This is an optimization exercise on Yosys and OpenROAD, whose aim is small area, a short achievable clock period and few clock cycles per item, not a production implementation. Function was checked by simulation only, so behaviour that the tests miss may differ from the original. Power is estimated from default activity; no workload was simulated.

==> inputs of try-fjord <==
## warp_offset
module warp_offset (
    input  wire         clk,
    input  wire         rst,
    input  wire         in_valid,
    output wire         in_ready,
    input  wire [14:0]  in_x,
    input  wire [23:0]  in_row,
    input  wire [23:0]  in_rows,
    input  wire [7:0]   in_pitch,
    input  wire [7:0]   in_beam_slow,
    input  wire [7:0]   in_facet_slow,
    input  wire [7:0]   in_slip,
    input  wire [7:0]   in_scr_w_m1,
    input  wire [7:0]   in_scr_h_m1,
    input  wire [7:0]   in_scr_x0,
    input  wire [7:0]   in_scr_y0,
    output wire [7:0]   node_addr_a,
    output wire [7:0]   node_addr_b,
    input  wire [15:0]  node_data_a,
    input  wire [15:0]  node_data_b,
    output wire [24:0]  src_row_a,
    output wire [24:0]  src_row_b,
    output wire [14:0]  src_col,
    input  wire [7:0]   src_data_a,
    input  wire [7:0]   src_data_b,
    output wire [15:0]  scr_cell,
    input  wire [119:0] scr_data,
    output wire         out_valid,
    input  wire         out_ready,
    output wire [15:0]  out_offset,
    output wire         out_clamp,
    output wire [24:0]  out_ra,
    output wire [4:0]   out_w,
    output wire [24:0]  out_rn,
    output wire [7:0]   out_c,
    output wire [3:0]   out_level
);
clock: 14.0 ns
lec_check: 0
cap_margin: 20
core_margin: 2
core_utilization: 55
cts_cluster_diameter: 120
cts_cluster_size: 30
place_density: 0.7
slew_margin: 20
standard.sh (not shown) runs the stock make flow with config.mk's settings and CLKGATE_MAP_FILE= SYNTH_SCRIPT=/design/flow/synth_recipe.tcl, a recipe that flattens the netlist after the stock synthesis.
==> flow/flow/run.sh <==
#!/bin/bash
# The standard layout, with ORFS's timing repair aimed at a tighter
# setup target than the clock period (the SDC itself is unchanged).
# Gate cloning is off so that no register is duplicated.
set -euo pipefail
bash standard.sh SETUP_SLACK_MARGIN=9.4 SKIP_GATE_CLONING=1 finish > standard_make.log 2>&1
==> inputs of try-raven, as changes to try-fjord <==
--- a/flow/config.mk
+++ b/flow/config.mk
@@ -10,4 +10,2 @@
 export CORE_UTILIZATION = 55
-export CTS_CLUSTER_DIAMETER = 120
-export CTS_CLUSTER_SIZE = 30
 export PLACE_DENSITY = 0.7
==> run summary <==
- The first detailed-routing pass took 7 iterations.
- Wires add up to 211,000 um.
- After detailed routing, the number of vias per cell comes to 5.31.
- The internal power contribution is 0.0216 W.
- After detailed routing, the average wire length per cell comes to 17.9 um.
- The count of clock-net buffers in the final layout is roughly 130.
- The critical path goes through buf_6 -> buf_6 -> and2_4 -> fa_1 -> fa_2 -> fa_1 -> inv_2 -> fa_2 -> inv_2 -> ha_4 -> a211oi_4 -> o2111ai_1 -> and3_1 -> o41a_1 -> a41o_1 -> o41a_1 -> a21bo_1 -> a21oi_2 -> xnor2_1.
- For this run, the share of the core covered by cells in the final layout is between 60% and 70%.
- The cell count of the worst reg-to-reg path is 19.
- The routed via count is 62,700.
- At the pin with the least slew margin, the transition time is 1.14 ns.
- The buffer levels on the longest clock path is 3.
- The headroom to the max-slew limit is 24.2%.
- After the last flow step, the layout net total stands at 10,300.
- The run finished with no timing, DRC or antenna violations.
- On the critical path, the stage with the largest delay is an instance of fa_1.
- The global routing met3 resource utilization is 2.23%.
- Of the total standard cell area in the layout, the multi-input combinational portion is 29.7%.
That was try-fjord.
==> run summary <==
- The fraction of standard cell area in multi-input logic is 28.4%.
- The routed via count is 64,000.
- Headroom to the max-slew limit came out at between 20 and 30%.
- The shortest clock period the worst path allows after layout is approximately 5.3 ns.
- The internal power contribution is approximately 0.024 W.
- Using the TritonRoute via totals, the vias-per-cell ratio works out to 5.28.
- The run finished with no timing, DRC or antenna violations.
- Counting along the longest clock path gives a buffer depth of 4.
- Counting the clock-network buffers in the layout gives 340.
- In the final routed layout, each cell accounts on average for 17.9 um.
- In the final design database the tool counted 10,400 nets.
- The cell type of the slowest stage on the worst timing path is edfxtp_1.
- The critical path starts at fr_q7[2].
- At the pin with the least slew margin, the transition time is 1.07 ns.
- The cell count of the worst reg-to-reg path is 17.
- The number of optimization iterations in the first detailed-route pass is 6.
- The final layout contains routed wiring with a total length of 216,000 um.
- Global routing consumed, on the met3 layer, 3.05% of the routing resources.
That was try-raven.
Testbench counts of try-fjord, summed over its fixed seeds: cycles 1,776, items 1,600.
Testbench counts of try-raven, summed over its fixed seeds: cycles 1,776, items 1,600.

==> port drivers added, routing unchanged <==
How much do the figures lean on ideal ports? The routed layouts below were timed once more, with nothing changed but the port constraints.
Step 1 assumes that a clkbuf_16 drives the clock port and a buf_2 every other input.
Step 2, shift: input delay + t, output delay - t, t = (earliest + latest rising clock arrival at the registers) / 2. This alone moves slack from input paths to output paths.
a / b / c = no drivers / after step 1 / after step 2; a / b = the first two.
run	t (ns)	slack for setup (ns)	worst hold slack (ns)	clock arrival spread, ns
try-fjord	0.853	8.678 / 8.678 / 8.573	0.402 / 0.402 / 0.402	0.049 / 0.049
try-raven	0.979	8.711 / 8.711 / 8.402	0.371 / 0.371 / 0.371	0.068 / 0.068
After both steps every run listed still meets setup and hold. For try-raven, which loses most, drivers alone change the setup slack by 0.000 ns; drivers and shift together by -0.309 ns.
